Source: an optimization exercise on an open RTL-to-GDS flow (aim: small area). Production flows keep margins and buffers that such runs may drop. Only simulation tests tie the RTL to the original design; equivalence was not proved.

==> flow/design.v (outline; a module is shown in full before it is edited, if it fits) <==
// module heddle_pixel: 3300 lines
// module hp_fa: 4 lines
// module hp_ha: 4 lines
module heddle_pixel (
    input  wire        clk,
    input  wire        rst,
    input  wire        in_valid,
    input  wire [15:0] in_x,
    input  wire [15:0] in_dark,
    input  wire [15:0] in_gain,
    input  wire [15:0] in_shade,
    input  wire [15:0] in_pg,
    input  wire [6:0]  in_lin,
    input  wire        in_rchk,
    input  wire [1:0]  in_range,
    input  wire [15:0] cfg_dig_hi,
    input  wire [15:0] cfg_dig_lo,
    input  wire [2:0]  cfg_format,
    input  wire [3:0]  cfg_rshift,
    input  wire [15:0] cfg_out_ofs,
    input  wire        cfg_range_force,
    output wire [17:0] lin_rd_addr,
    input  wire [15:0] lin_rd_p0,
    input  wire [15:0] lin_rd_p1,
    output reg         out_valid,
    output reg  [23:0] out_y3,
    output reg  [31:0] out_code,
    output reg  [1:0]  out_range,
    output reg         out_clip_gain,
    output reg         out_clip_pack
);
  // ...
==> flow/flow/run.sh <==
#!/bin/bash
# The standard layout (the standard.sh, standard synthesis unchanged),
# with the port buffers that placement inserts made from buf_1 cells.
set -euo pipefail
bash standard.sh "BUFFER_PORTS_ARGS=-buffer_cell sky130_fd_sc_hd__buf_1" finish > standard.log 2>&1
==> flow/standard.sh <==
#!/bin/bash
# synth_recipe.tcl (not shown) runs the flow's synth.tcl, then flattens the netlist and writes it again
# the make line also repeats each setting of config.mk as NAME=value (left out here)
make -C /OpenROAD-flow-scripts/flow DESIGN_CONFIG=/design/flow/config.mk WORK_HOME=/design/flow/orfs CLKGATE_MAP_FILE= SYNTH_SCRIPT=/design/flow/synth_recipe.tcl "${@:-finish}"
==> flow/config.mk <==
export PLATFORM = sky130hd
export DESIGN_NAME = heddle_pixel
export DESIGN_NICKNAME = heddle_pixel
export VERILOG_FILES = /design/flow/design.v
export SDC_FILE = /design/flow/constraint.sdc
export NUM_CORES = 4
export LEC_CHECK = 0
export ABC_AREA = 1
export CAP_MARGIN = 20
export CORE_MARGIN = 2
export CORE_UTILIZATION = 40
export SLEW_MARGIN = 20
export SYNTH_HIERARCHICAL = 1
export SYNTH_MINIMUM_KEEP_SIZE = 0
==> flow/constraint.sdc <==
create_clock -name core_clock -period 13.0 [get_ports {clk}]
set_input_delay 2.6000 -clock core_clock [delete_from_list [all_inputs] [get_ports {clk}]]
set_output_delay 2.6000 -clock core_clock [all_outputs]
set_load 0.01 [all_outputs]
==> summary.txt, run 1 <==
- The flow ran to the end and the layout has no timing, DRC or antenna violations.
- The count of hold buffers inserted by post-cts repair is 0.
- The synthesized area per cell is 8.82 um^2.
- The worst register-to-register path has a depth of 32.
- The endpoint of the worst-slack reg-to-reg timing path is s3_y3[1]$_DFF_P_.
- The flow inserted 1,144 tap cells.
- Global routing used 29.5% of the available met1 tracks.
- Clock-pin slew was measured on the worst setup and hold paths at 90 ps.
- In the final layout, the share of cells above drive strength 1 is 5.11%.
- The largest cell class by area is multi-input gates.
- The clock reaches the later pin of the worst-skew pair after 530 ps.
- The total length of routed met2 wires is 45.5 mm.
- The layout has 17 clock buffers.
- The critical path capture point type is a primary output.
- The part of the cycle the worst path needs is 95.3%.
- The first detailed-routing pass took 6 iterations.
- The initial utilization of the core area, before any placement, comes to 40.5%.
- The number of setup violations in the final report is 0.
- The total stage count of the critical path is 23.
- The site row count is 107.
- The smallest clock period supported by the final layout is computed as 12,380 ps.
- For this run, the number of Yosys warnings is 7.
- The first global-routing pass estimated 156 mm of wire.
- STA classifies the critical path startpoint as a primary input.
- The core region is 85,400 um^2.
- The floorplan step set the die width to 298 um.
- The data required time of the critical path is 10,400 ps.
- Summing all non-filler instances in the final layout gives an area of 37,000 um^2.
- Routability-driven placement finished with a final weighted congestion of 0.906.
- After detailed routing, the number of vias per cell comes to 5.35.
- The largest individual stage delay along the critical path comes from the cell sky130_fd_sc_hd__fa_1.
- For hold timing, the worst endpoint is s3_rshift[1]$_DFF_P_.
- The post-synthesis xor/xnor area fraction is 14.6%.
- The post-CTS setup-driven buffer insertion count is 0.
- The net count after synthesis is 4,864.
- The number of enable flip-flop cells after synthesis is 0.
- The clock tree root driver cell is sky130_fd_sc_hd__clkbuf_16.
- Among cell families on the critical path, the largest total delay comes from adder cells.
- The multi-input combinational cells in the finished layout cover a total of 27,600 um^2.
==> inputs of run 2 (changes only) <==
--- a/flow/design.v
+++ b/flow/design.v
@@ -780,90 +780,94 @@
     wire a566;
     hp_ha u_a565 (.a(a333), .b(a564), .s(a565), .co(a566));
     wire a567;
     wire a568;
     hp_ha u_a567 (.a(a345), .b(a566), .s(a567), .co(a568));
     wire a569;
     wire a570;
     hp_fa u_a569 (.a(a346), .b(a357), .c(a568), .s(a569), .co(a570));
-    wire a571 = a386 ^ a399;
-    wire a572 = a386 & a399;
-    wire a573 = a432 ^ a445;
-    wire a574 = a432 & a445;
-    wire a575 = a460 ^ a471;
-    wire a576 = a460 & a471;
-    wire a577 = a484 ^ a493;
-    wire a578 = a484 & a493;
-    wire a579 = a504 ^ a511;
-    wire a580 = a504 & a511;
-    wire a581 = a520 ^ a525;
-    wire a582 = a520 & a525;
-    wire a583 = a532 ^ a535;
-    wire a584 = a532 & a535;
-    wire a585 = a540 ^ a541;
-    wire a586 = a540 & a541;
-    wire a587 = a371 & a570;
-    wire a588 = a571 & a385;
-    wire a589 = a431 & a415;
-    wire a590 = a459 & a574;
-    wire a591 = a459 & a573;
-    wire a592 = a483 & a576;
-    wire a593 = a483 & a575;
-    wire a594 = a503 & a578;
-    wire a595 = a503 & a577;
-    wire a596 = a519 & a580;
-    wire a597 = a519 & a579;
-    wire a598 = a531 & a582;
-    wire a599 = a531 & a581;
-    wire a600 = a539 & a584;
-    wire a601 = a539 & a583;
-    wire a602 = a572 | (a588 & a587);
-    wire a603 = a591 & a589;
-    wire a604 = a594 | (a595 & a592);
-    wire a605 = a595 & a593;
-    wire a606 = a598 | (a599 & a596);
-    wire a607 = a599 & a597;
-    wire a608 = a590 | (a603 & a602);
-    wire a609 = a606 | (a607 & a604);
-    wire a610 = a607 & a605;
-    wire a611 = a609 | (a610 & a608);
-    wire a612 = a604 | (a605 & a608);
-    wire a613 = a589 & a602;
-    wire a614 = a592 | (a593 & a608);
-    wire a615 = a596 | (a597 & a612);
-    wire a616 = a600 | (a601 & a611);
-    wire a617 = a385 & a587;
-    wire a618 = a415 & a602;
-    wire a619 = a574 | (a573 & a613);
-    wire a620 = a576 | (a575 & a608);
-    wire a621 = a578 | (a577 & a614);
-    wire a622 = a580 | (a579 & a612);
-    wire a623 = a582 | (a581 & a615);
-    wire a624 = a584 | (a583 & a611);
-    wire a625 = a586 | (a585 & a616);
-    wire a626 = a371 ^ a570;
-    wire a627 = a385 ^ a587;
-    wire a628 = a571 ^ a617;
-    wire a629 = a415 ^ a602;
-    wire a630 = a431 ^ a618;
-    wire a631 = a573 ^ a613;
-    wire a632 = a459 ^ a619;
-    wire a633 = a575 ^ a608;
-    wire a634 = a483 ^ a620;
-    wire a635 = a577 ^ a614;
-    wire a636 = a503 ^ a621;
-    wire a637 = a579 ^ a612;
-    wire a638 = a519 ^ a622;
-    wire a639 = a581 ^ a615;
-    wire a640 = a531 ^ a623;
-    wire a641 = a583 ^ a611;
-    wire a642 = a539 ^ a624;
-    wire a643 = a585 ^ a616;
-    wire [17:0] gc = {a643, a642, a641, a640, a639, a638, a637, a636, a635, a634, a633, a632, a631, a630, a629, a628, a627, a626};
+    wire a571;
+    wire a572;
+    hp_ha u_a571 (.a(a371), .b(a570), .s(a571), .co(a572));
+    wire a573;
+    wire a574;
+    hp_ha u_a573 (.a(a385), .b(a572), .s(a573), .co(a574));
+    wire a575;
+    wire a576;
+    hp_fa u_a575 (.a(a386), .b(a399), .c(a574), .s(a575), .co(a576));
+    wire a577;
+    wire a578;
+    hp_ha u_a577 (.a(a415), .b(a576), .s(a577), .co(a578));
+    wire a579;
+    wire a580;
+    hp_ha u_a579 (.a(a432), .b(a445), .s(a579), .co(a580));
+    wire a581;
+    wire a582;
+    hp_ha u_a581 (.a(a460), .b(a471), .s(a581), .co(a582));
+    wire a583;
+    wire a584;
+    hp_ha u_a583 (.a(a484), .b(a493), .s(a583), .co(a584));
+    wire a585;
+    wire a586;
+    hp_ha u_a585 (.a(a504), .b(a511), .s(a585), .co(a586));
+    wire a587;
+    wire a588;
+    hp_ha u_a587 (.a(a520), .b(a525), .s(a587), .co(a588));
+    wire a589;
+    wire a590;
+    hp_ha u_a589 (.a(a532), .b(a535), .s(a589), .co(a590));
+    wire a591;
+    wire a592;
+    hp_ha u_a591 (.a(a540), .b(a541), .s(a591), .co(a592));
+    wire a593 = a431 & a578;
+    wire a594 = a459 & a580;
+    wire a595 = a459 & a579;
+    wire a596 = a483 & a582;
+    wire a597 = a483 & a581;
+    wire a598 = a503 & a584;
+    wire a599 = a503 & a583;
+    wire a600 = a519 & a586;
+    wire a601 = a519 & a585;
+    wire a602 = a531 & a588;
+    wire a603 = a531 & a587;
+    wire a604 = a539 & a590;
+    wire a605 = a539 & a589;
+    wire a606 = a594 | (a595 & a593);
+    wire a607 = a598 | (a599 & a596);
+    wire a608 = a599 & a597;
+    wire a609 = a602 | (a603 & a600);
+    wire a610 = a603 & a601;
+    wire a611 = a607 | (a608 & a606);
+    wire a612 = a609 | (a610 & a611);
+    wire a613 = a596 | (a597 & a606);
+    wire a614 = a600 | (a601 & a611);
+    wire a615 = a604 | (a605 & a612);
+    wire a616 = a580 | (a579 & a593);
+    wire a617 = a582 | (a581 & a606);
+    wire a618 = a584 | (a583 & a613);
+    wire a619 = a586 | (a585 & a611);
+    wire a620 = a588 | (a587 & a614);
+    wire a621 = a590 | (a589 & a612);
+    wire a622 = a592 | (a591 & a615);
+    wire a623 = a431 ^ a578;
+    wire a624 = a579 ^ a593;
+    wire a625 = a459 ^ a616;
+    wire a626 = a581 ^ a606;
+    wire a627 = a483 ^ a617;
+    wire a628 = a583 ^ a613;
+    wire a629 = a503 ^ a618;
+    wire a630 = a585 ^ a611;
+    wire a631 = a519 ^ a619;
+    wire a632 = a587 ^ a614;
+    wire a633 = a531 ^ a620;
+    wire a634 = a589 ^ a612;
+    wire a635 = a539 ^ a621;
+    wire a636 = a591 ^ a615;
+    wire [17:0] gc = {a636, a635, a634, a633, a632, a631, a630, a629, a628, a627, a626, a625, a624, a623, a577, a575, a573, a571};
     wire [1:0]  range_chk = x_ge_hi ? 2'd1 : x_le_lo ? 2'd2 : 2'd0;
     wire        y1_top = &y1_lo[15:4];          
     wire [11:0] k = y1_neg ? 12'd0 : y1_top ? 12'd4094 : y1_lo[15:4];
     assign lin_rd_addr = {in_lin[5:0], k};
     reg        s1_valid;
     reg [16:0] s1_y1;                            
     reg        s1_bypass;
     reg [17:0] s1_gc;
@@ -889,48 +893,64 @@
     wire        f_neg = s1_y1[16];
     wire [16:0] f = {f_neg, f_neg ? s1_y1[15:5] : 11'd0,
                      f_neg ? s1_y1[4] : &s1_y1[15:4], s1_y1[3:0]};
     wire        f_small = ~f_neg | (&s1_y1[16:11]);
     wire [11:0] lin_a   = f_small ? f[11:0] : pd[11:0];
     wire [16:0] lin_b   = f_small ? pd : f;
     wire        pd_big  = ~((&pd[16:11]) | ~(|pd[16:11]));
     wire        y2_big  = ~f_small & pd_big;
-    wire b0 = lin_rd_p1[0] ^ ~lin_rd_p0[0];
-    wire b1 = lin_rd_p1[0] & ~lin_rd_p0[0];
-    wire b2 = lin_rd_p1[1] ^ ~lin_rd_p0[1];
-    wire b3 = lin_rd_p1[1] & ~lin_rd_p0[1];
-    wire b4 = lin_rd_p1[2] ^ ~lin_rd_p0[2];
-    wire b5 = lin_rd_p1[2] & ~lin_rd_p0[2];
-    wire b6 = lin_rd_p1[3] ^ ~lin_rd_p0[3];
-    wire b7 = lin_rd_p1[3] & ~lin_rd_p0[3];
-    wire b8 = lin_rd_p1[4] ^ ~lin_rd_p0[4];
-    wire b9 = lin_rd_p1[4] & ~lin_rd_p0[4];
-    wire b10 = lin_rd_p1[5] ^ ~lin_rd_p0[5];
-    wire b11 = lin_rd_p1[5] & ~lin_rd_p0[5];
-    wire b12 = lin_rd_p1[6] ^ ~lin_rd_p0[6];
-    wire b13 = lin_rd_p1[6] & ~lin_rd_p0[6];
-    wire b14 = lin_rd_p1[7] ^ ~lin_rd_p0[7];
-    wire b15 = lin_rd_p1[7] & ~lin_rd_p0[7];
-    wire b16 = lin_rd_p1[8] ^ ~lin_rd_p0[8];
-    wire b17 = lin_rd_p1[8] & ~lin_rd_p0[8];
-    wire b18 = lin_rd_p1[9] ^ ~lin_rd_p0[9];
-    wire b19 = lin_rd_p1[9] & ~lin_rd_p0[9];
-    wire b20 = lin_rd_p1[10] ^ ~lin_rd_p0[10];
-    wire b21 = lin_rd_p1[10] & ~lin_rd_p0[10];
-    wire b22 = lin_rd_p1[11] ^ ~lin_rd_p0[11];
-    wire b23 = lin_rd_p1[11] & ~lin_rd_p0[11];
-    wire b24 = lin_rd_p1[12] ^ ~lin_rd_p0[12];
-    wire b25 = lin_rd_p1[12] & ~lin_rd_p0[12];
-    wire b26 = lin_rd_p1[13] ^ ~lin_rd_p0[13];
-    wire b27 = lin_rd_p1[13] & ~lin_rd_p0[13];
-    wire b28 = lin_rd_p1[14] ^ ~lin_rd_p0[14];
-    wire b29 = lin_rd_p1[14] & ~lin_rd_p0[14];
-    wire b30 = lin_rd_p1[15] ^ ~lin_rd_p0[15];
-    wire b31 = lin_rd_p1[15] & ~lin_rd_p0[15];
+    wire b0;
+    wire b1;
+    hp_ha u_b0 (.a(lin_rd_p1[0]), .b(~lin_rd_p0[0]), .s(b0), .co(b1));
+    wire b2;
+    wire b3;
+    hp_ha u_b2 (.a(lin_rd_p1[1]), .b(~lin_rd_p0[1]), .s(b2), .co(b3));
+    wire b4;
+    wire b5;
+    hp_ha u_b4 (.a(lin_rd_p1[2]), .b(~lin_rd_p0[2]), .s(b4), .co(b5));
+    wire b6;
+    wire b7;
+    hp_ha u_b6 (.a(lin_rd_p1[3]), .b(~lin_rd_p0[3]), .s(b6), .co(b7));
+    wire b8;
+    wire b9;
+    hp_ha u_b8 (.a(lin_rd_p1[4]), .b(~lin_rd_p0[4]), .s(b8), .co(b9));
+    wire b10;
+    wire b11;
+    hp_ha u_b10 (.a(lin_rd_p1[5]), .b(~lin_rd_p0[5]), .s(b10), .co(b11));
+    wire b12;
+    wire b13;
+    hp_ha u_b12 (.a(lin_rd_p1[6]), .b(~lin_rd_p0[6]), .s(b12), .co(b13));
+    wire b14;
+    wire b15;
+    hp_ha u_b14 (.a(lin_rd_p1[7]), .b(~lin_rd_p0[7]), .s(b14), .co(b15));
+    wire b16;
+    wire b17;
+    hp_ha u_b16 (.a(lin_rd_p1[8]), .b(~lin_rd_p0[8]), .s(b16), .co(b17));
+    wire b18;
+    wire b19;
+    hp_ha u_b18 (.a(lin_rd_p1[9]), .b(~lin_rd_p0[9]), .s(b18), .co(b19));
+    wire b20;
+    wire b21;
+    hp_ha u_b20 (.a(lin_rd_p1[10]), .b(~lin_rd_p0[10]), .s(b20), .co(b21));
+    wire b22;
+    wire b23;
+    hp_ha u_b22 (.a(lin_rd_p1[11]), .b(~lin_rd_p0[11]), .s(b22), .co(b23));
+    wire b24;
+    wire b25;
+    hp_ha u_b24 (.a(lin_rd_p1[12]), .b(~lin_rd_p0[12]), .s(b24), .co(b25));
+    wire b26;
+    wire b27;
+    hp_ha u_b26 (.a(lin_rd_p1[13]), .b(~lin_rd_p0[13]), .s(b26), .co(b27));
+    wire b28;
+    wire b29;
+    hp_ha u_b28 (.a(lin_rd_p1[14]), .b(~lin_rd_p0[14]), .s(b28), .co(b29));
+    wire b30;
+    wire b31;
+    hp_ha u_b30 (.a(lin_rd_p1[15]), .b(~lin_rd_p0[15]), .s(b30), .co(b31));
     wire b32 = b1 | (b0 & 1'b1);
     wire b33 = b5 | (b4 & b3);
     wire b34 = b4 & b2;
     wire b35 = b9 | (b8 & b7);
     wire b36 = b8 & b6;
     wire b37 = b13 | (b12 & b11);
     wire b38 = b12 & b10;
     wire b39 = b17 | (b16 & b15);
@@ -1372,54 +1392,73 @@
     wire b392;
     hp_ha u_b391 (.a(b91), .b(b390), .s(b391), .co(b392));
     wire b393;
     wire b394;
     hp_ha u_b393 (.a(b213), .b(b392), .s(b393), .co(b394));
     wire b395;
     wire b396;
     hp_fa u_b395 (.a(b214), .b(b215), .c(b394), .s(b395), .co(b396));
-    wire b397 = b217 ^ b219;
-    wire b398 = b217 & b219;
-    wire b399 = b220 ^ b223;
-    wire b400 = b220 & b223;
-    wire b401 = b224 ^ b229;
-    wire b402 = b224 & b229;
-    wire b403 = b233 ^ b235;
-    wire b404 = b233 & b235;
-    wire b405 = b236 ^ b243;
-    wire b406 = b236 & b243;
-    wire b407 = b244 ^ b251;
-    wire b408 = b244 & b251;
-    wire b409 = b252 ^ b261;
-    wire b410 = b252 & b261;
-    wire b411 = b262 ^ b271;
-    wire b412 = b262 & b271;
-    wire b413 = b272 ^ b281;
-    wire b414 = b272 & b281;
-    wire b415 = b282 ^ b291;
-    wire b416 = b282 & b291;
-    wire b417 = b292 ^ b301;
-    wire b418 = b292 & b301;
-    wire b419 = b302 ^ b311;
-    wire b420 = b302 & b311;
-    wire b421 = b312 ^ b321;
-    wire b422 = b312 & b321;
-    wire b423 = b346 ^ b355;
-    wire b424 = b346 & b355;
-    wire b425 = b356 ^ b363;
-    wire b426 = b356 & b363;
-    wire b427 = b364 ^ b369;
-    wire b428 = b364 & b369;
-    wire b429 = b376 ^ b379;
-    wire b430 = b376 & b379;
-    wire b431 = b384 ^ b385;
-    wire b432 = b384 & b385;
-    wire b433 = ~b212 ^ b388;
-    wire b434 = ~b212 & b388;
+    wire b397;
+    wire b398;
+    hp_ha u_b397 (.a(b217), .b(b219), .s(b397), .co(b398));
+    wire b399;
+    wire b400;
+    hp_ha u_b399 (.a(b220), .b(b223), .s(b399), .co(b400));
+    wire b401;
+    wire b402;
+    hp_ha u_b401 (.a(b224), .b(b229), .s(b401), .co(b402));
+    wire b403;
+    wire b404;
+    hp_ha u_b403 (.a(b233), .b(b235), .s(b403), .co(b404));
+    wire b405;
+    wire b406;
+    hp_ha u_b405 (.a(b236), .b(b243), .s(b405), .co(b406));
+    wire b407;
+    wire b408;
+    hp_ha u_b407 (.a(b244), .b(b251), .s(b407), .co(b408));
+    wire b409;
+    wire b410;
+    hp_ha u_b409 (.a(b252), .b(b261), .s(b409), .co(b410));
+    wire b411;
+    wire b412;
+    hp_ha u_b411 (.a(b262), .b(b271), .s(b411), .co(b412));
+    wire b413;
+    wire b414;
+    hp_ha u_b413 (.a(b272), .b(b281), .s(b413), .co(b414));
+    wire b415;
+    wire b416;
+    hp_ha u_b415 (.a(b282), .b(b291), .s(b415), .co(b416));
+    wire b417;
+    wire b418;
+    hp_ha u_b417 (.a(b292), .b(b301), .s(b417), .co(b418));
+    wire b419;
+    wire b420;
+    hp_ha u_b419 (.a(b302), .b(b311), .s(b419), .co(b420));
+    wire b421;
+    wire b422;
+    hp_ha u_b421 (.a(b312), .b(b321), .s(b421), .co(b422));
+    wire b423;
+    wire b424;
+    hp_ha u_b423 (.a(b346), .b(b355), .s(b423), .co(b424));
+    wire b425;
+    wire b426;
+    hp_ha u_b425 (.a(b356), .b(b363), .s(b425), .co(b426));
+    wire b427;
+    wire b428;
+    hp_ha u_b427 (.a(b364), .b(b369), .s(b427), .co(b428));
+    wire b429;
+    wire b430;
+    hp_ha u_b429 (.a(b376), .b(b379), .s(b429), .co(b430));
+    wire b431;
+    wire b432;
+    hp_ha u_b431 (.a(b384), .b(b385), .s(b431), .co(b432));
+    wire b433;
+    wire b434;
+    hp_ha u_b433 (.a(~b212), .b(b388), .s(b433), .co(b434));
     wire b435 = b398 | (b397 & b396);
     wire b436 = b402 | (b401 & b400);
     wire b437 = b401 & b399;
     wire b438 = b406 | (b405 & b404);
     wire b439 = b405 & b403;
     wire b440 = b410 | (b409 & b408);
     wire b441 = b409 & b407;
     wire b442 = b414 | (b413 & b412);
@@ -2172,103 +2211,92 @@
     wire b1038;
     hp_ha u_b1037 (.a(b777), .b(b1036), .s(b1037), .co(b1038));
     wire b1039;
     wire b1040;
     hp_ha u_b1039 (.a(b789), .b(b1038), .s(b1039), .co(b1040));
     wire b1041;
     wire b1042;
     hp_fa u_b1041 (.a(b790), .b(b801), .c(b1040), .s(b1041), .co(b1042));
-    wire b1043 = b830 ^ b843;
-    wire b1044 = b830 & b843;
-    wire b1045 = b844 ^ b857;
-    wire b1046 = b844 & b857;
-    wire b1047 = b858 ^ b871;
-    wire b1048 = b858 & b871;
-    wire b1049 = b904 ^ b917;
-    wire b1050 = b904 & b917;
-    wire b1051 = b932 ^ b943;
-    wire b1052 = b932 & b943;
-    wire b1053 = b956 ^ b965;
-    wire b1054 = b956 & b965;
-    wire b1055 = b976 ^ b983;
-    wire b1056 = b976 & b983;
-    wire b1057 = b992 ^ b997;
-    wire b1058 = b992 & b997;
-    wire b1059 = b1004 ^ b1007;
-    wire b1060 = b1004 & b1007;
-    wire b1061 = b1012 ^ b1013;
-    wire b1062 = b1012 & b1013;
-    wire b1063 = b815 & b1042;
-    wire b1064 = b1043 & b829;
-    wire b1065 = b1048 | (b1047 & b1046);
-    wire b1066 = b1047 & b1045;
-    wire b1067 = b903 & b887;
-    wire b1068 = b931 & b1050;
-    wire b1069 = b931 & b1049;
-    wire b1070 = b955 & b1052;
-    wire b1071 = b955 & b1051;
-    wire b1072 = b975 & b1054;
-    wire b1073 = b975 & b1053;
-    wire b1074 = b991 & b1056;
-    wire b1075 = b991 & b1055;
-    wire b1076 = b1003 & b1058;
-    wire b1077 = b1003 & b1057;
-    wire b1078 = b1011 & b1060;
-    wire b1079 = b1011 & b1059;
-    wire b1080 = b1044 | (b1064 & b1063);
-    wire b1081 = b1067 & b1065;
-    wire b1082 = b1067 & b1066;
-    wire b1083 = b1070 | (b1071 & b1068);
-    wire b1084 = b1071 & b1069;
-    wire b1085 = b1074 | (b1075 & b1072);
-    wire b1086 = b1075 & b1073;
-    wire b1087 = b1078 | (b1079 & b1076);
-    wire b1088 = b1079 & b1077;
-    wire b1089 = b1081 | (b1082 & b1080);
-    wire b1090 = b1085 | (b1086 & b1083);
-    wire b1091 = b1086 & b1084;
-    wire b1092 = b1090 | (b1091 & b1089);
-    wire b1093 = b1083 | (b1084 & b1089);
-    wire b1094 = b1087 | (b1088 & b1092);
-    wire b1095 = b1065 | (b1066 & b1080);
-    wire b1096 = b1068 | (b1069 & b1089);
-    wire b1097 = b1072 | (b1073 & b1093);
-    wire b1098 = b1076 | (b1077 & b1092);
-    wire b1099 = b829 & b1063;
-    wire b1100 = b1046 | (b1045 & b1080);
-    wire b1101 = b887 & b1095;
-    wire b1102 = b1050 | (b1049 & b1089);
-    wire b1103 = b1052 | (b1051 & b1096);
-    wire b1104 = b1054 | (b1053 & b1093);
-    wire b1105 = b1056 | (b1055 & b1097);
-    wire b1106 = b1058 | (b1057 & b1092);
-    wire b1107 = b1060 | (b1059 & b1098);
-    wire b1108 = b1062 | (b1061 & b1094);
-    wire b1109 = b815 ^ b1042;
-    wire b1110 = b829 ^ b1063;
-    wire b1111 = b1043 ^ b1099;
-    wire b1112 = b1045 ^ b1080;
-    wire b1113 = b1047 ^ b1100;
-    wire b1114 = b887 ^ b1095;
-    wire b1115 = b903 ^ b1101;
-    wire b1116 = b1049 ^ b1089;
-    wire b1117 = b931 ^ b1102;
-    wire b1118 = b1051 ^ b1096;
-    wire b1119 = b955 ^ b1103;
-    wire b1120 = b1053 ^ b1093;
-    wire b1121 = b975 ^ b1104;
-    wire b1122 = b1055 ^ b1097;
-    wire b1123 = b991 ^ b1105;
-    wire b1124 = b1057 ^ b1092;
-    wire b1125 = b1003 ^ b1106;
-    wire b1126 = b1059 ^ b1098;
-    wire b1127 = b1011 ^ b1107;
-    wire b1128 = b1061 ^ b1094;
-    wire [19:0] gtw = {b1128, b1127, b1126, b1125, b1124, b1123, b1122, b1121, b1120, b1119, b1118, b1117, b1116, b1115, b1114, b1113, b1112, b1111, b1110, b1109};
+    wire b1043;
+    wire b1044;
+    hp_ha u_b1043 (.a(b815), .b(b1042), .s(b1043), .co(b1044));
+    wire b1045;
+    wire b1046;
+    hp_ha u_b1045 (.a(b829), .b(b1044), .s(b1045), .co(b1046));
+    wire b1047;
+    wire b1048;
+    hp_fa u_b1047 (.a(b830), .b(b843), .c(b1046), .s(b1047), .co(b1048));
+    wire b1049;
+    wire b1050;
+    hp_fa u_b1049 (.a(b844), .b(b857), .c(b1048), .s(b1049), .co(b1050));
+    wire b1051;
+    wire b1052;
+    hp_fa u_b1051 (.a(b858), .b(b871), .c(b1050), .s(b1051), .co(b1052));
+    wire b1053;
+    wire b1054;
+    hp_ha u_b1053 (.a(b887), .b(b1052), .s(b1053), .co(b1054));
+    wire b1055;
+    wire b1056;
+    hp_ha u_b1055 (.a(b903), .b(b1054), .s(b1055), .co(b1056));
+    wire b1057;
+    wire b1058;
+    hp_fa u_b1057 (.a(b904), .b(b917), .c(b1056), .s(b1057), .co(b1058));
+    wire b1059;
+    wire b1060;
+    hp_ha u_b1059 (.a(b931), .b(b1058), .s(b1059), .co(b1060));
+    wire b1061;
+    wire b1062;
+    hp_fa u_b1061 (.a(b932), .b(b943), .c(b1060), .s(b1061), .co(b1062));
+    wire b1063;
+    wire b1064;
+    hp_ha u_b1063 (.a(b956), .b(b965), .s(b1063), .co(b1064));
+    wire b1065;
+    wire b1066;
+    hp_ha u_b1065 (.a(b976), .b(b983), .s(b1065), .co(b1066));
+    wire b1067;
+    wire b1068;
+    hp_ha u_b1067 (.a(b992), .b(b997), .s(b1067), .co(b1068));
+    wire b1069;
+    wire b1070;
+    hp_ha u_b1069 (.a(b1004), .b(b1007), .s(b1069), .co(b1070));
+    wire b1071;
+    wire b1072;
+    hp_ha u_b1071 (.a(b1012), .b(b1013), .s(b1071), .co(b1072));
+    wire b1073 = b955 & b1062;
+    wire b1074 = b975 & b1064;
+    wire b1075 = b975 & b1063;
+    wire b1076 = b991 & b1066;
+    wire b1077 = b991 & b1065;
+    wire b1078 = b1003 & b1068;
+    wire b1079 = b1003 & b1067;
+    wire b1080 = b1011 & b1070;
+    wire b1081 = b1011 & b1069;
+    wire b1082 = b1074 | (b1075 & b1073);
+    wire b1083 = b1078 | (b1079 & b1076);
+    wire b1084 = b1079 & b1077;
+    wire b1085 = b1083 | (b1084 & b1082);
+    wire b1086 = b1076 | (b1077 & b1082);
+    wire b1087 = b1080 | (b1081 & b1085);
+    wire b1088 = b1064 | (b1063 & b1073);
+    wire b1089 = b1066 | (b1065 & b1082);
+    wire b1090 = b1068 | (b1067 & b1086);
+    wire b1091 = b1070 | (b1069 & b1085);
+    wire b1092 = b1072 | (b1071 & b1087);
+    wire b1093 = b955 ^ b1062;
+    wire b1094 = b1063 ^ b1073;
+    wire b1095 = b975 ^ b1088;
+    wire b1096 = b1065 ^ b1082;
+    wire b1097 = b991 ^ b1089;
+    wire b1098 = b1067 ^ b1086;
+    wire b1099 = b1003 ^ b1090;
+    wire b1100 = b1069 ^ b1085;
+    wire b1101 = b1011 ^ b1091;
+    wire b1102 = b1071 ^ b1087;
+    wire [19:0] gtw = {b1102, b1101, b1100, b1099, b1098, b1097, b1096, b1095, b1094, b1093, b1061, b1059, b1057, b1055, b1053, b1051, b1049, b1047, b1045, b1043};
     wire        y2_ok  = ((&y2w[24:17]) | ~(|y2w[24:17])) & ~y2_big;
     wire        y2_sgn = y2_big ? ~pd[16] : y2w[24];
     wire [17:0] y2_lin = y2_ok ? y2w[17:0] : {y2_sgn, {17{~y2_sgn}}};
     wire [17:0] y2     = s1_bypass ? {s1_y1[16], s1_y1} : y2_lin;
     wire [17:0] gt     = (|gtw[19:18]) ? 18'h3FFFF : gtw[17:0];
     reg        s2_valid;
     reg [17:0] s2_y2;                            
     reg [17:0] s2_gt;
@@ -2957,119 +2985,118 @@
     wire c517;
     hp_ha u_c516 (.a(c220), .b(c515), .s(c516), .co(c517));
     wire c518;
     wire c519;
     hp_ha u_c518 (.a(c228), .b(c517), .s(c518), .co(c519));
     wire c520;
     wire c521;
     hp_fa u_c520 (.a(c229), .b(c236), .c(c519), .s(c520), .co(c521));
-    wire c522 = c357 ^ c372;
-    wire c523 = c357 & c372;
-    wire c524 = c389 ^ c402;
-    wire c525 = c389 & c402;
-    wire c526 = c417 ^ c428;
-    wire c527 = c417 & c428;
-    wire c528 = c441 ^ c450;
-    wire c529 = c441 & c450;
-    wire c530 = c461 ^ c468;
-    wire c531 = c461 & c468;
-    wire c532 = c477 ^ c482;
-    wire c533 = c477 & c482;
-    wire c534 = c489 ^ c492;
-    wire c535 = c489 & c492;
-    wire c536 = c497 ^ c498;
-    wire c537 = c497 & c498;
-    wire c538 = ~c178 ^ c501;
-    wire c539 = ~c178 & c501;
-    wire c540 = c246 & c521;
-    wire c541 = c268 & c256;
-    wire c542 = c294 & c280;
-    wire c543 = c324 & c308;
-    wire c544 = c356 & c340;
-    wire c545 = c388 & c523;
-    wire c546 = c388 & c522;
-    wire c547 = c416 & c525;
-    wire c548 = c416 & c524;
-    wire c549 = c440 & c527;
-    wire c550 = c440 & c526;
-    wire c551 = c460 & c529;
-    wire c552 = c460 & c528;
-    wire c553 = c476 & c531;
-    wire c554 = c476 & c530;
-    wire c555 = c488 & c533;
-    wire c556 = c488 & c532;
-    wire c557 = c496 & c535;
-    wire c558 = c496 & c534;
-    wire c559 = c500 & c537;
-    wire c560 = c500 & c536;
-    wire c561 = c541 & c540;
-    wire c562 = c543 & c542;
-    wire c563 = c546 & c544;
-    wire c564 = c549 | (c550 & c547);
-    wire c565 = c550 & c548;
-    wire c566 = c553 | (c554 & c551);
-    wire c567 = c554 & c552;
-    wire c568 = c557 | (c558 & c555);
-    wire c569 = c558 & c556;
-    wire c570 = c562 & c561;
-    wire c571 = c564 | (c565 & c545);
-    wire c572 = c565 & c563;
-    wire c573 = c568 | (c569 & c566);
-    wire c574 = c569 & c567;
-    wire c575 = c571 | (c572 & c570);
-    wire c576 = c573 | (c574 & c575);
-    wire c577 = c545 | (c563 & c570);
-    wire c578 = c566 | (c567 & c575);
-    wire c579 = c542 & c561;
-    wire c580 = c544 & c570;
-    wire c581 = c547 | (c548 & c577);
-    wire c582 = c551 | (c552 & c575);
-    wire c583 = c555 | (c556 & c578);
-    wire c584 = c559 | (c560 & c576);
-    wire c585 = c256 & c540;
-    wire c586 = c280 & c561;
-    wire c587 = c308 & c579;
-    wire c588 = c340 & c570;
-    wire c589 = c523 | (c522 & c580);
-    wire c590 = c525 | (c524 & c577);
-    wire c591 = c527 | (c526 & c581);
-    wire c592 = c529 | (c528 & c575);
-    wire c593 = c531 | (c530 & c582);
-    wire c594 = c533 | (c532 & c578);
-    wire c595 = c535 | (c534 & c583);
-    wire c596 = c537 | (c536 & c576);
-    wire c597 = c539 | (c538 & c584);
-    wire c598 = c246 ^ c521;
-    wire c599 = c256 ^ c540;
-    wire c600 = c268 ^ c585;
-    wire c601 = c280 ^ c561;
-    wire c602 = c294 ^ c586;
-    wire c603 = c308 ^ c579;
-    wire c604 = c324 ^ c587;
-    wire c605 = c340 ^ c570;
-    wire c606 = c356 ^ c588;
-    wire c607 = c522 ^ c580;
-    wire c608 = c388 ^ c589;
-    wire c609 = c524 ^ c577;
-    wire c610 = c416 ^ c590;
-    wire c611 = c526 ^ c581;
-    wire c612 = c440 ^ c591;
-    wire c613 = c528 ^ c575;
-    wire c614 = c460 ^ c592;
-    wire c615 = c530 ^ c582;
-    wire c616 = c476 ^ c593;
-    wire c617 = c532 ^ c578;
-    wire c618 = c488 ^ c594;
-    wire c619 = c534 ^ c583;
-    wire c620 = c496 ^ c595;
-    wire c621 = c536 ^ c576;
-    wire c622 = c500 ^ c596;
-    wire c623 = c538 ^ c584;
-    wire [25:0] y3w = {c623, c622, c621, c620, c619, c618, c617, c616, c615, c614, c613, c612, c611, c610, c609, c608, c607, c606, c605, c604, c603, c602, c601, c600, c599, c598};
+    wire c522;
+    wire c523;
+    hp_ha u_c522 (.a(c246), .b(c521), .s(c522), .co(c523));
+    wire c524;
+    wire c525;
+    hp_ha u_c524 (.a(c256), .b(c523), .s(c524), .co(c525));
+    wire c526;
+    wire c527;
+    hp_ha u_c526 (.a(c268), .b(c525), .s(c526), .co(c527));
+    wire c528;
+    wire c529;
+    hp_ha u_c528 (.a(c280), .b(c527), .s(c528), .co(c529));
+    wire c530;
+    wire c531;
+    hp_ha u_c530 (.a(c294), .b(c529), .s(c530), .co(c531));
+    wire c532;
+    wire c533;
+    hp_ha u_c532 (.a(c308), .b(c531), .s(c532), .co(c533));
+    wire c534;
+    wire c535;
+    hp_ha u_c534 (.a(c324), .b(c533), .s(c534), .co(c535));
+    wire c536;
+    wire c537;
+    hp_ha u_c536 (.a(c340), .b(c535), .s(c536), .co(c537));
+    wire c538;
+    wire c539;
+    hp_ha u_c538 (.a(c356), .b(c537), .s(c538), .co(c539));
+    wire c540;
+    wire c541;
+    hp_fa u_c540 (.a(c357), .b(c372), .c(c539), .s(c540), .co(c541));
+    wire c542;
+    wire c543;
+    hp_ha u_c542 (.a(c388), .b(c541), .s(c542), .co(c543));
+    wire c544;
+    wire c545;
+    hp_fa u_c544 (.a(c389), .b(c402), .c(c543), .s(c544), .co(c545));
+    wire c546;
+    wire c547;
+    hp_ha u_c546 (.a(c417), .b(c428), .s(c546), .co(c547));
+    wire c548;
+    wire c549;
+    hp_ha u_c548 (.a(c441), .b(c450), .s(c548), .co(c549));
+    wire c550;
+    wire c551;
+    hp_ha u_c550 (.a(c461), .b(c468), .s(c550), .co(c551));
+    wire c552;
+    wire c553;
+    hp_ha u_c552 (.a(c477), .b(c482), .s(c552), .co(c553));
+    wire c554;
+    wire c555;
+    hp_ha u_c554 (.a(c489), .b(c492), .s(c554), .co(c555));
+    wire c556;
+    wire c557;
+    hp_ha u_c556 (.a(c497), .b(c498), .s(c556), .co(c557));
+    wire c558;
+    wire c559;
+    hp_ha u_c558 (.a(~c178), .b(c501), .s(c558), .co(c559));
+    wire c560 = c416 & c545;
+    wire c561 = c440 & c547;
+    wire c562 = c440 & c546;
+    wire c563 = c460 & c549;
+    wire c564 = c460 & c548;
+    wire c565 = c476 & c551;
+    wire c566 = c476 & c550;
+    wire c567 = c488 & c553;
+    wire c568 = c488 & c552;
+    wire c569 = c496 & c555;
+    wire c570 = c496 & c554;
+    wire c571 = c500 & c557;
+    wire c572 = c500 & c556;
+    wire c573 = c561 | (c562 & c560);
+    wire c574 = c565 | (c566 & c563);
+    wire c575 = c566 & c564;
+    wire c576 = c569 | (c570 & c567);
+    wire c577 = c570 & c568;
+    wire c578 = c574 | (c575 & c573);
+    wire c579 = c576 | (c577 & c578);
+    wire c580 = c563 | (c564 & c573);
+    wire c581 = c567 | (c568 & c578);
+    wire c582 = c571 | (c572 & c579);
+    wire c583 = c547 | (c546 & c560);
+    wire c584 = c549 | (c548 & c573);
+    wire c585 = c551 | (c550 & c580);
+    wire c586 = c553 | (c552 & c578);
+    wire c587 = c555 | (c554 & c581);
+    wire c588 = c557 | (c556 & c579);
+    wire c589 = c559 | (c558 & c582);
+    wire c590 = c416 ^ c545;
+    wire c591 = c546 ^ c560;
+    wire c592 = c440 ^ c583;
+    wire c593 = c548 ^ c573;
+    wire c594 = c460 ^ c584;
+    wire c595 = c550 ^ c580;
+    wire c596 = c476 ^ c585;
+    wire c597 = c552 ^ c578;
+    wire c598 = c488 ^ c586;
+    wire c599 = c554 ^ c581;
+    wire c600 = c496 ^ c587;
+    wire c601 = c556 ^ c579;
+    wire c602 = c500 ^ c588;
+    wire c603 = c558 ^ c582;
+    wire [25:0] y3w = {c603, c602, c601, c600, c599, c598, c597, c596, c595, c594, c593, c592, c591, c590, c544, c542, c540, c538, c536, c534, c532, c530, c528, c526, c524, c522};
     wire        y3_ok  = (&y3w[25:23]) | ~(|y3w[25:23]);
     wire [23:0] y3     = y3_ok ? y3w[23:0] : {y3w[25], {23{~y3w[25]}}};
     reg        s3_valid;
     reg [23:0] s3_y3;                            
     reg        s3_clip_g;
     reg [1:0]  s3_range;
     reg [2:0]  s3_format;
     reg [3:0]  s3_rshift;
@@ -3136,129 +3163,123 @@
     wire d30 = ~(s3_y3[19] ^ ~s3_ofs[15]);
     wire d31 = s3_y3[19] | ~s3_ofs[15];
     wire d32 = ~(s3_y3[20] ^ d31);
     wire d33 = s3_y3[20] | d31;
     wire d34 = ~(s3_y3[21] ^ d33);
     wire d35 = s3_y3[21] | d33;
     wire d36 = ~(s3_y3[22] ^ d35);
     wire d37 = s3_y3[22] | d35;
-    wire d38 = s3_y3[3] ^ rnd_oh[0];
-    wire d39 = s3_y3[3] & rnd_oh[0];
-    wire d40 = d1 ^ d2;
-    wire d41 = d1 & d2;
-    wire d42 = d3 ^ d4;
-    wire d43 = d3 & d4;
-    wire d44 = d5 ^ d6;
-    wire d45 = d5 & d6;
-    wire d46 = d7 ^ d8;
-    wire d47 = d7 & d8;
-    wire d48 = d9 ^ d10;
-    wire d49 = d9 & d10;
-    wire d50 = d11 ^ d12;
-    wire d51 = d11 & d12;
-    wire d52 = d13 ^ d14;
-    wire d53 = d13 & d14;
-    wire d54 = d15 ^ d16;
-    wire d55 = d15 & d16;
-    wire d56 = d17 ^ d18;
-    wire d57 = d17 & d18;
-    wire d58 = d19 ^ d20;
-    wire d59 = d19 & d20;
-    wire d60 = d21 ^ d22;
-    wire d61 = d21 & d22;
-    wire d62 = d23 ^ d24;
-    wire d63 = d23 & d24;
-    wire d64 = d25 ^ d26;
-    wire d65 = d25 & d26;
-    wire d66 = d27 ^ d28;
-    wire d67 = d27 & d28;
-    wire d68 = d29 ^ d30;
-    wire d69 = d29 & d30;
-    wire d70 = ~s3_y3[23] ^ d37;
-    wire d71 = ~s3_y3[23] & d37;
-    wire d72 = s3_y3[2] & s3_y3[1];
-    wire d73 = d0 & d39;
-    wire d74 = d0 & d38;
-    wire d75 = d43 | (d42 & d41);
-    wire d76 = d42 & d40;
-    wire d77 = d47 | (d46 & d45);
-    wire d78 = d46 & d44;
-    wire d79 = d51 | (d50 & d49);
-    wire d80 = d50 & d48;
-    wire d81 = d55 | (d54 & d53);
-    wire d82 = d54 & d52;
-    wire d83 = d59 | (d58 & d57);
-    wire d84 = d58 & d56;
-    wire d85 = d63 | (d62 & d61);
-    wire d86 = d62 & d60;
-    wire d87 = d67 | (d66 & d65);
-    wire d88 = d66 & d64;
-    wire d89 = d32 & d69;
-    wire d90 = d32 & d68;
-    wire d91 = d36 & d34;
-    wire d92 = 1'b1 & d71;
-    wire d93 = 1'b1 & d70;
-    wire d94 = d75 | (d76 & d73);
-    wire d95 = d76 & d74;
-    wire d96 = d79 | (d80 & d77);
-    wire d97 = d80 & d78;
-    wire d98 = d83 | (d84 & d81);
-    wire d99 = d84 & d82;
-    wire d100 = d87 | (d88 & d85);
-    wire d101 = d88 & d86;
-    wire d102 = d91 & d89;
-    wire d103 = d91 & d90;
-    wire d104 = d98 | (d99 & d96);
-    wire d105 = d99 & d97;
-    wire d106 = d102 | (d103 & d100);
-    wire d107 = d103 & d101;
-    wire d108 = d104 | (d105 & d94);
-    wire d109 = d106 | (d107 & d108);
-    wire d110 = d96 | (d97 & d94);
-    wire d111 = d100 | (d101 & d108);
-    wire d112 = d77 | (d78 & d94);
-    wire d113 = d81 | (d82 & d110);
-    wire d114 = d85 | (d86 & d108);
-    wire d115 = d89 | (d90 & d111);
-    wire d116 = d92 | (d93 & d109);
-    wire d117 = d41 | (d40 & d73);
-    wire d118 = d45 | (d44 & d94);
-    wire d119 = d49 | (d48 & d112);
-    wire d120 = d53 | (d52 & d110);
-    wire d121 = d57 | (d56 & d113);
-    wire d122 = d61 | (d60 & d108);
-    wire d123 = d65 | (d64 & d114);
-    wire d124 = d69 | (d68 & d111);
-    wire d125 = d34 & d115;
-    wire d126 = d71 | (d70 & d109);
-    wire d127 = 1'b1 & d116;
-    wire d128 = d0 ^ d39;
-    wire d129 = d40 ^ d73;
-    wire d130 = d42 ^ d117;
-    wire d131 = d44 ^ d94;
-    wire d132 = d46 ^ d118;
-    wire d133 = d48 ^ d112;
-    wire d134 = d50 ^ d119;
-    wire d135 = d52 ^ d110;
-    wire d136 = d54 ^ d120;
-    wire d137 = d56 ^ d113;
-    wire d138 = d58 ^ d121;
-    wire d139 = d60 ^ d108;
-    wire d140 = d62 ^ d122;
-    wire d141 = d64 ^ d114;
-    wire d142 = d66 ^ d123;
-    wire d143 = d68 ^ d111;
-    wire d144 = d32 ^ d124;
-    wire d145 = d34 ^ d115;
-    wire d146 = d36 ^ d125;
-    wire d147 = d70 ^ d109;
-    wire d148 = 1'b1 ^ d126;
-    wire d149 = 1'b1 ^ d116;
-    wire [25:0] vr = {d149, d148, d147, d146, d145, d144, d143, d142, d141, d140, d139, d138, d137, d136, d135, d134, d133, d132, d131, d130, d129, d128, d38, s3_y3[2], s3_y3[1], s3_y3[0]};
+    wire d38;
+    wire d39;
+    hp_ha u_d38 (.a(s3_y3[3]), .b(rnd_oh[0]), .s(d38), .co(d39));
+    wire d40;
+    wire d41;
+    hp_ha u_d40 (.a(d0), .b(d39), .s(d40), .co(d41));
+    wire d42;
+    wire d43;
+    hp_fa u_d42 (.a(d1), .b(d2), .c(d41), .s(d42), .co(d43));
+    wire d44;
+    wire d45;
+    hp_fa u_d44 (.a(d3), .b(d4), .c(d43), .s(d44), .co(d45));
+    wire d46;
+    wire d47;
+    hp_fa u_d46 (.a(d5), .b(d6), .c(d45), .s(d46), .co(d47));
+    wire d48;
+    wire d49;
+    hp_fa u_d48 (.a(d7), .b(d8), .c(d47), .s(d48), .co(d49));
+    wire d50;
+    wire d51;
+    hp_fa u_d50 (.a(d9), .b(d10), .c(d49), .s(d50), .co(d51));
+    wire d52;
+    wire d53;
+    hp_ha u_d52 (.a(d11), .b(d12), .s(d52), .co(d53));
+    wire d54;
+    wire d55;
+    hp_ha u_d54 (.a(d13), .b(d14), .s(d54), .co(d55));
+    wire d56;
+    wire d57;
+    hp_ha u_d56 (.a(d15), .b(d16), .s(d56), .co(d57));
+    wire d58;
+    wire d59;
+    hp_ha u_d58 (.a(d17), .b(d18), .s(d58), .co(d59));
+    wire d60;
+    wire d61;
+    hp_ha u_d60 (.a(d19), .b(d20), .s(d60), .co(d61));
+    wire d62;
+    wire d63;
+    hp_ha u_d62 (.a(d21), .b(d22), .s(d62), .co(d63));
+    wire d64;
+    wire d65;
+    hp_ha u_d64 (.a(d23), .b(d24), .s(d64), .co(d65));
+    wire d66;
+    wire d67;
+    hp_ha u_d66 (.a(d25), .b(d26), .s(d66), .co(d67));
+    wire d68;
+    wire d69;
+    hp_ha u_d68 (.a(d27), .b(d28), .s(d68), .co(d69));
+    wire d70;
+    wire d71;
+    hp_ha u_d70 (.a(d29), .b(d30), .s(d70), .co(d71));
+    wire d72;
+    wire d73;
+    hp_ha u_d72 (.a(~s3_y3[23]), .b(d37), .s(d72), .co(d73));
+    wire d74 = d53 | (d52 & d51);
+    wire d75 = d57 | (d56 & d55);
+    wire d76 = d56 & d54;
+    wire d77 = d61 | (d60 & d59);
+    wire d78 = d60 & d58;
+    wire d79 = d65 | (d64 & d63);
+    wire d80 = d64 & d62;
+    wire d81 = d69 | (d68 & d67);
+    wire d82 = d68 & d66;
+    wire d83 = d32 & d71;
+    wire d84 = d32 & d70;
+    wire d85 = d36 & d34;
+    wire d86 = 1'b1 & d73;
+    wire d87 = 1'b1 & d72;
+    wire d88 = d75 | (d76 & d74);
+    wire d89 = d79 | (d80 & d77);
+    wire d90 = d80 & d78;
+    wire d91 = d83 | (d84 & d81);
+    wire d92 = d84 & d82;
+    wire d93 = d87 & d85;
+    wire d94 = d89 | (d90 & d88);
+    wire d95 = d86 | (d93 & d91);
+    wire d96 = d93 & d92;
+    wire d97 = d95 | (d96 & d94);
+    wire d98 = d91 | (d92 & d94);
+    wire d99 = d77 | (d78 & d88);
+    wire d100 = d81 | (d82 & d94);
+    wire d101 = d85 & d98;
+    wire d102 = d55 | (d54 & d74);
+    wire d103 = d59 | (d58 & d88);
+    wire d104 = d63 | (d62 & d99);
+    wire d105 = d67 | (d66 & d94);
+    wire d106 = d71 | (d70 & d100);
+    wire d107 = d34 & d98;
+    wire d108 = d73 | (d72 & d101);
+    wire d109 = 1'b1 & d97;
+    wire d110 = d52 ^ d51;
+    wire d111 = d54 ^ d74;
+    wire d112 = d56 ^ d102;
+    wire d113 = d58 ^ d88;
+    wire d114 = d60 ^ d103;
+    wire d115 = d62 ^ d99;
+    wire d116 = d64 ^ d104;
+    wire d117 = d66 ^ d94;
+    wire d118 = d68 ^ d105;
+    wire d119 = d70 ^ d100;
+    wire d120 = d32 ^ d106;
+    wire d121 = d34 ^ d98;
+    wire d122 = d36 ^ d107;
+    wire d123 = d72 ^ d101;
+    wire d124 = 1'b1 ^ d108;
+    wire d125 = 1'b1 ^ d97;
+    wire [25:0] vr = {d125, d124, d123, d122, d121, d120, d119, d118, d117, d116, d115, d114, d113, d112, d111, d110, d50, d48, d46, d44, d42, d40, d38, s3_y3[2], s3_y3[1], s3_y3[0]};
     wire [4:0]  sh = 5'd4 + {1'b0, s3_rshift};
     wire [25:0] vq = vr >> sh;                   
     reg  [15:0] top;
     reg         over;
     always @(*) begin
         case (s3_format)
             3'd0:    begin top = 16'h00FF; over = |vq[25:8];  end
             3'd1:    begin top = 16'h03FF; over = |vq[25:10]; end
==> flow/config.mk (replaced) <==
export PLATFORM = sky130hd
export DESIGN_NAME = heddle_pixel
export DESIGN_NICKNAME = heddle_pixel
export VERILOG_FILES = /design/flow/design.v
export SDC_FILE = /design/flow/constraint.sdc
export NUM_CORES = 4
export LEC_CHECK = 0
export ABC_AREA = 1
export CAP_MARGIN = 0
export CORE_MARGIN = 2
export CORE_UTILIZATION = 40
export SLEW_MARGIN = 0
export SYNTH_HIERARCHICAL = 1
export SYNTH_MINIMUM_KEEP_SIZE = 0
==> run 2 against run 1 <==
Still clean on timing, DRC and antenna. Count of clock-buffer cells in the layout unchanged. Sequential share of layout area up 0.25 points. First-iteration DRC count down 7.3%. Wire length down 2.3%. Critical path type unchanged. Largest cell class unchanged.
==> summary.txt, run 2 <==
- Outcome: finished clean (unchanged).
- The width of the die is 294 um (was 298 um).
- The kind of start point of the critical path is a primary input (unchanged).
- The data required time of the critical path came to 10,400 ps (about the same).
- The total grt overflow was 0 (unchanged).
- Unrepaired setup endpoints after global routing: no (unchanged).
- The post-synthesis instance area is 33,600 um^2 (was 34,600 um^2).
- The share of the yosys chip area belonging to registers came to 11.5% (was 11.2%).
- The register bit count reported by yosys was 194 (unchanged).
- The clock tree root driver cell is sky130_fd_sc_hd__clkbuf_16 (unchanged).
- The total negative slack is 0 ps (unchanged).
- The standard cell with the maximum stage delay on the critical path was sky130_fd_sc_hd__fa_1 (unchanged).
- The critical path capture point type is a primary output (unchanged).
- The number of DRC markers after the initial detailed-route iteration is 1,938 (was 2,090).
- The number of vias in the routed layout was 27,000 (was 27,700).
- The kind of path behind the tightest hold check is register to register (unchanged).
- The gate count after technology mapping is 3,798 (was 3,919).
- The synthesized area per cell is 8.86 um^2 (was 8.82 um^2).
- The number of global-route vias before repair was 27,400 (was 28,600).
- Leading cell types in the layout, fill and taps excluded: sky130_fd_sc_hd__fa_1 (564), sky130_fd_sc_hd__xor2_1 (556), sky130_fd_sc_hd__o22ai_1 (493), sky130_fd_sc_hd__nand2_1 (454), sky130_fd_sc_hd__inv_1 (444) (was sky130_fd_sc_hd__fa_1 (601), sky130_fd_sc_hd__xor2_1 (558), sky130_fd_sc_hd__nand2_1 (543), sky130_fd_sc_hd__o22ai_1 (469), sky130_fd_sc_hd__inv_1 (455)).
- The maximum clock insertion buffer count came to 2 (unchanged).
- The number of I/O pins is 260 (unchanged).
- The growth of design area from synthesis to finish came to 7.40% (was 6.98%).
- The number of clock sinks came to 194 (unchanged).
- The clock network latency to the later pin of the worst-skew pair is 510 ps (was 530 ps).
- The half-perimeter wire length after placement came to 72.7 mm (was 75.4 mm).
- The most common cell after layout, fill and taps aside is sky130_fd_sc_hd__fa_1 (unchanged).
- The cell area after layout is 36,100 um^2 (was 37,000 um^2).
- The met3 track demand over resource is 3.16% (was 3.22%).
- The footprint of the multi-input gates is 26,900 um^2 (was 27,600 um^2).
- The H-tree depth reported by CTS was 4 (unchanged).
- The most used standard cell by instance count after synthesis was sky130_fd_sc_hd__fa_1 (unchanged).
- The remaining max-slew budget at the tightest pin came to 29.9% (was 45.6%).
- The number of setup violations in the final report came to 0 (unchanged).
- The count of buffers from port buffering is 259 (unchanged).
- The clock-pin slew of the registers on the worst-case setup and hold paths is 80 ps (was 90 ps).
- The average vias per placed instance is 5.39 (was 5.35).
- The count of final max-slew check failures was 0 (unchanged).
- The fraction of final layout cells sized beyond drive strength 1 was 5.07% (was 5.11%).
- The area of the die came to 86,400 um^2 (was 88,800 um^2).
- The post-CTS setup-driven buffer insertion count is 0 (unchanged).
- The met1 track utilization from global routing came to 30.0% (was 29.5%).
- The net count reported at finish is 4,869 (was 4,965).
- The maximum fanout along the worst path is 3 (unchanged).
- The delay of the slowest cell on the worst path is 540 ps (about the same).
- The classification of the worst setup path is primary input to primary output (unchanged).
- The effective utilization at floorplan came to 40.3% (was 40.5%).
- The total core area is 83,400 um^2 (was 85,400 um^2).
- The number of antenna-violating nets in the routed design came to 0 (unchanged).
- The sequential standard cell area was 3880 um^2 (unchanged).
- The proportion of netlist area held by the largest area contributor is 33.6% (was 34.8%).
- The final wirelength is 93.4 mm (was 95.6 mm).
- The part of the cycle the worst path needs is 95.3% (about the same).
- The number of fill cells in the layout came to 8,308 (was 8,628).
- The wire length of the first global-routing pass is 151 mm (was 156 mm).
- The TritonCTS clock tree is built (unchanged).
- The number of synthesis warnings is 7 (unchanged).
- The cell repeated most along the worst path is sky130_fd_sc_hd__fa_1 (unchanged).
- The weighted congestion at the end of routability-driven global placement is 0.904 (was 0.906).
- The site row count was 106 (was 107).
- Most used standard cells in the synthesized netlist: sky130_fd_sc_hd__fa_1 (564), sky130_fd_sc_hd__xor2_1 (556), sky130_fd_sc_hd__o22ai_1 (493) (was sky130_fd_sc_hd__fa_1 (601), sky130_fd_sc_hd__xor2_1 (558), sky130_fd_sc_hd__nand2_1 (543)).
- The most used flip-flop cell after synthesis is sky130_fd_sc_hd__dfxtp_1 (unchanged).
- The count of final hold-check violations is 0 (unchanged).
- The number of enable flip-flop cells after synthesis came to 0 (unchanged).
- The met2 global-route usage is 36.2% (was 36.4%).
- The count of hold buffers inserted by post-cts repair is 0 (unchanged).
- The maximum clock frequency is 0.0807 GHz (about the same).
- The layer with the highest usage after global routing is met2 (unchanged).
- The number of buffer and inverter instances along the worst setup path was 5 (unchanged).
- The max-capacitance violation count was 0 (unchanged).
- The largest net degree at the start of global routing is 39 (was 38).
- The DRC violation count after routing is 0 (unchanged).
- The number of flip-flops in the largest register is 24 (unchanged).
- The number of antenna violations at the first check in global routing came to 2 (was 1).
- The transition time of the tightest slew-check pin is 1050 ps (was 814 ps).
- The standard cell area after detailed placement was 35,500 um^2 (was 36,300 um^2).
- The largest area contributor in the synthesized netlist is sky130_fd_sc_hd__fa_1 (unchanged).
- The final critical path time including I/O delays and setup is 12,390 ps (was 12,380 ps).
- The net count after synthesis is 4,754 (was 4,864).
- The kind of cell with the highest combined delay on the critical path is adder cells (unchanged).
- The arrival time at the worst endpoint is 9790 ps (was 9780 ps).
- Sequence of cells on the critical path: buf_1 -> inv_1 -> ha_1 -> inv_1 -> fa_1 -> fa_1 -> fa_1 -> fa_1 -> fa_1 -> fa_1 -> fa_1 -> fa_1 -> fa_1 -> fa_1 -> fa_1 -> fa_1 -> fa_1 -> fa_1 -> fa_1 -> nand4_1 -> o311ai_0 -> inv_1 -> buf_1 (unchanged).
- The register-to-register setup slack was 1210 ps (was 3380 ps).
- The first-pass iteration count of the detailed router was 8 (was 6).
- Synth area leaders: sky130_fd_sc_hd__fa_1 (34%), sky130_fd_sc_hd__xor2_1 (14%), sky130_fd_sc_hd__dfxtp_1 (12%) (was sky130_fd_sc_hd__fa_1 (35%), sky130_fd_sc_hd__xor2_1 (14%), sky130_fd_sc_hd__dfxtp_1 (11%)).
- The chip height came to 294 um (was 298 um).
- The overall track demand over capacity in global routing is 22.0% (about the same).
- The post-detailed-route wirelength per cell is 18.7 um (was 18.5 um).
- The register ranked first by flip-flop count is s3_y3 (unchanged).
- The share of synthesized flip-flops with an asynchronous set or reset is 0% (unchanged).
- The TritonCTS buffer count is 17 (unchanged).
- The post-route clock skew was 18.1 ps (was 28.9 ps).
- The count of cells resized by post-cts repair came to 0 (unchanged).
- The number of distinct library cells after synthesis is 58 (was 62).
run 2: cell count changes after synthesis, moves of 16 or more:
cell / delta
sky130_fd_sc_hd__nand2_1: -89
sky130_fd_sc_hd__o22ai_1: +24
sky130_fd_sc_hd__ha_1: +48
sky130_fd_sc_hd__nand3_1: -64
sky130_fd_sc_hd__o21ai_0: +16
sky130_fd_sc_hd__fa_1: -37
sky130_fd_sc_hd__nand4_1: -22
sky130_fd_sc_hd__nor2_1: +52
run 2: modules after synthesis (local to each module, per instance):
module        copies in the design  flops+latches
heddle_pixel                     1            194
hp_ha                          123              0
hp_fa                          564              0
run 2: metal layers:
metal  part of all wire, %  up-vias  routed length (um)
met5                 0.019        -                  18
met2                    47     1007               44200
met3                   6.4      110                6020
met4                   2.4        2                2200
met1                    44    13300               40900
li1                      -    12500                   -
run 2: cell families after synthesis:
| logic type | share of synthesized area (%) |
|---|---|
| adders and majority gates | 41.4 |
| AOI/OAI and AO/OA | 13.7 |
| xor gates and xnor gates | 14.9 |
| and+or+nand+nor | 9.73 |
| buffers and inverters | 8.65 |
| muxes | 0.0595 |
| DFF | 11.5 |
run 2: worst paths after layout:
kind | from | endpoint | depth (start not counted)
worst min-delay path | s2_ofs[8]$_DFF_P_ | s3_ofs[8]$_DFF_P_ | 0
worst max-delay path | in_x[0] | lin_rd_addr[0] | 23
worst min register to register | s2_ofs[8]$_DFF_P_ | s3_ofs[8]$_DFF_P_ | 0
worst max register to register | s1_pg[1]$_DFF_P_ | s2_gt[0]$_SDFF_PP1_ | 40
run 2: cell type report:
cell class	instances	share of cell area, %
multi-input combinational	2876	74.3
sequential	194	10.8
inverter	482	5.02
timing repair buffer	342	4.42
tap	1080	3.74
clock buffer	17	1.18
clock inverter	15	0.554
antenna	1	0.00693
run 2: stage by stage:
stage	util, %	hold WS, ps	std cells	setup WS [ps]
after global routing	43.3	323	5007	344
final	43.3	322	5007	613
after CTS	43.3	326	5006	572
after global placement	42.6	312	4974	620
after floorplan	-	310	3798	1280
after detailed placement	42.6	312	4974	595
==> inputs of run 3 (changes only) <==
--- a/flow/config.mk
+++ b/flow/config.mk
@@ -8,6 +8,6 @@
 export ABC_AREA = 1
-export CAP_MARGIN = 0
+export CAP_MARGIN = 20
 export CORE_MARGIN = 2
 export CORE_UTILIZATION = 40
-export SLEW_MARGIN = 0
+export SLEW_MARGIN = 20
 export SYNTH_HIERARCHICAL = 1
==> run 3 against run 2 <==
Count of clock-buffer cells in the layout unchanged. Cell area stayed put. Utilization unchanged. Largest cell class unchanged.
==> summary.txt, run 3 <==
- Outcome: finished clean (unchanged).
- The count of cells resized by post-cts repair was 0 (unchanged).
- The proportion of netlist area held by the largest area contributor came to 33.6% (unchanged).
- The endpoint of the worst hold path is s3_ofs[8]$_DFF_P_ (unchanged).
- The dominant combinational cell family by area after synthesis is adder cells (unchanged).
- The post-synthesis xor/xnor area fraction was 14.9% (unchanged).
- The effective utilization at floorplan is 40.3% (unchanged).
- Leading cell types in the layout, fill and taps excluded: sky130_fd_sc_hd__fa_1 (564), sky130_fd_sc_hd__xor2_1 (556), sky130_fd_sc_hd__o22ai_1 (493), sky130_fd_sc_hd__nand2_1 (454), sky130_fd_sc_hd__inv_1 (444) (unchanged).
- The critical register-to-register path startpoint is s1_pg[1]$_DFF_P_ (unchanged).
- The chip height is 294 um (unchanged).
- The number of antenna-violating nets in the routed design is 0 (unchanged).
- The register bit count reported by yosys came to 194 (unchanged).
- The post-synthesis instance area is 33,600 um^2 (unchanged).
- The first-pass iteration count of the detailed router was 8 (unchanged).
- The overall track demand over capacity in global routing is 22.0% (unchanged).
- The share of the synthesized area in compound gates (AO/OA/AOI/OAI) was 13.7% (unchanged).
- The share of synthesized flip-flops with an asynchronous set or reset came to 0% (unchanged).
- The TritonCTS buffer count is 17 (unchanged).
- The width of the die is 294 um (unchanged).
- The arrival time at the worst endpoint is 9790 ps (about the same).
- The maximum fanout along the worst path came to 3 (unchanged).
- The fraction of final layout cells sized beyond drive strength 1 is 5.07% (unchanged).
- The clock tree root driver cell is sky130_fd_sc_hd__clkbuf_16 (unchanged).
- The growth of design area from synthesis to finish came to 7.40% (unchanged).
- The number of buffer and inverter instances along the worst setup path is 5 (unchanged).
- The number of I/O pins came to 260 (unchanged).
- The most common cell after layout, fill and taps aside is sky130_fd_sc_hd__fa_1 (unchanged).
- The most used flip-flop cell after synthesis is sky130_fd_sc_hd__dfxtp_1 (unchanged).
- The number of clock sinks is 194 (unchanged).
- The part of the cycle the worst path needs is 95.3% (unchanged).
- The total core area is 83,400 um^2 (unchanged).
- The kind of start point of the critical path is a primary input (unchanged).
- Synth area leaders: sky130_fd_sc_hd__fa_1 (34%), sky130_fd_sc_hd__xor2_1 (14%), sky130_fd_sc_hd__dfxtp_1 (12%) (unchanged).
- The number of flip-flops in the largest register is 24 (unchanged).
- The endpoint of the worst-slack reg-to-reg timing path was s2_gt[0]$_SDFF_PP1_ (unchanged).
- The final wirelength is 93.4 mm (unchanged).
- The maximum clock frequency is 0.0807 GHz (unchanged).
- The count of hold buffers inserted by post-cts repair is 0 (unchanged).
- The register ranked first by flip-flop count is s3_y3 (unchanged).
- The site row count is 106 (unchanged).
- The data required time of the critical path was 10,400 ps (about the same).
- The DRC violation count after routing is 0 (unchanged).
- The number of vias in the routed layout is 27,000 (unchanged).
- The number of distinct library cells after synthesis is 58 (unchanged).
- The share of the yosys chip area belonging to registers is 11.5% (unchanged).
- The number of synthesis warnings is 7 (unchanged).
- The number of global-route vias before repair is 27,400 (unchanged).
- The weighted congestion at the end of routability-driven global placement is 0.904 (unchanged).
- The post-route clock skew is 18.1 ps (unchanged).
- The top metal layer carrying routed signals is met5 (unchanged).
- The count of buffers from port buffering is 259 (unchanged).
- The critical path capture point type is a primary output (unchanged).
- The number of fill cells in the layout is 8,308 (unchanged).
- The final critical path time including I/O delays and setup was 12,390 ps (unchanged).
- The net count after synthesis was 4,754 (unchanged).
- The count of final max-slew check failures was 0 (unchanged).
- Unrepaired setup endpoints after global routing: no (unchanged).
- The TritonCTS clock tree is built (unchanged).
- The origin of the worst min-delay path was s2_ofs[8]$_DFF_P_ (unchanged).
- The clock network latency to the later pin of the worst-skew pair is 510 ps (about the same).
- Most used standard cells in the synthesized netlist: sky130_fd_sc_hd__fa_1 (564), sky130_fd_sc_hd__xor2_1 (556), sky130_fd_sc_hd__o22ai_1 (493) (unchanged).
- The remaining max-slew budget at the tightest pin is 29.9% (unchanged).
- The max-capacitance violation count is 0 (unchanged).
- The synthesized area per cell is 8.86 um^2 (unchanged).
- The number of setup violations in the final report is 0 (unchanged).
## run 3: cell counts after synthesis
No cell type changed its count.
## run 3: area by class of cell
class                   instances  area share [%]
diodes                          1         0.00693
clock buffers                  17            1.18
clock inverters                15           0.554
inverters                     482            5.02
multi-input cells            2876            74.3
flip-flops and latches        194            10.8
well taps                    1080            3.74
repair buffers                342            4.42
## run 3: kinds of logic after synthesis
family          count (synthesis)
buf+inv                       728
compound gates                745
simple gates                  784
mux                             2
fa+ha+maj                     775
xor+xnor                      570
flops                         194
## run 3: worst max path at each step
stage | start | end | slack [ps] | cells past startpoint
2_1_floorplan | in_x[0] | lin_rd_addr[0] | 1280 | 21
3_3_place_gp | in_x[0] | lin_rd_addr[0] | 620 | 23
3_5_place_dp | in_x[0] | lin_rd_addr[0] | 600 | 23
4_1_cts | in_x[0] | lin_rd_addr[0] | 570 | 23
5_1_grt | in_x[0] | lin_rd_addr[0] | 340 | 23
6_report | in_x[0] | lin_rd_addr[0] | 610 | 23
## run 3: per-module statistics from Yosys (local to each module, per instance)
module,times used,cell area [um^2],cells
heddle_pixel,1,20800,3111
hp_fa,564,20.0,1
hp_ha,123,12.5,1
## run 3: per-layer routing
| metal | global-route usage [%] | vias to the layer above |
|---|---|---|
| met2 | 36.2 | 1007 |
| met5 | 0 | - |
| li1 | - | 12500 |
| met1 | 30.0 | 13300 |
| met4 | 6.72 | 2 |
| met3 | 3.16 | 110 |
## run 3: stage by stage
| step | hold slack, ps | cell area [um^2] | utilization (%) | cells | setup WS (ps) |
|---|---|---|---|---|---|
| global placement | 312 | 35500 | 42.6 | 4974 | 620 |
| global route | 323 | 36100 | 43.3 | 5007 | 344 |
| detailed placement | 312 | 35500 | 42.6 | 4974 | 595 |
| CTS | 326 | 36100 | 43.3 | 5006 | 572 |
| finish | 322 | 36100 | 43.3 | 5007 | 613 |
| floorplan | 310 | 33600 | - | 3798 | 1280 |
## run 3: worst register-to-register path: cells and delay by family, from the launching register on
| kind | cells | cell delay, ps |
|---|---|---|
| flops | 1 | 1020 |
| buf+inv | 2 | 340 |
| simple gates | 8 | 1190 |
| xor+xnor | 1 | 100 |
| fa+ha+maj | 25 | 8340 |
| compound gates | 4 | 660 |

-- separate check: timing with driven ports --
No port has a modelled driver above. Below, the same layouts with a new extraction and two added sets of constraints. Step 1: set_driving_cell puts a clkbuf_16 on clk and a buf_2 on each other input, an assumption about the parent block. Step 2 moves the port delays by t, midway between the first and last clock arrival at a register: inputs arrive t later, outputs are due t later. That takes back most of the time a late clock gives input paths. Three values: no drivers, after step 1, after step 2; two values: the first two.
run | shift t [ns] | setup slack, ns | worst setup path after step 2 | latest minus earliest clock arrival (ns) | pins driven straight from the clock port
run 1 | 0.577 | 0.616 / 0.592 / 0.592 | input to output | 0.030 / 0.029 | 1
run 2 | 0.566 | 0.613 / 0.593 / 0.593 | input to output | 0.023 / 0.023 | 1
run 3 | 0.566 | 0.613 / 0.593 / 0.593 | input to output | 0.023 / 0.023 | 1
After both steps setup and hold are still met in every run listed. For run 1, which loses most, drivers alone change the setup slack by -0.024 ns; drivers and shift together by -0.024 ns.
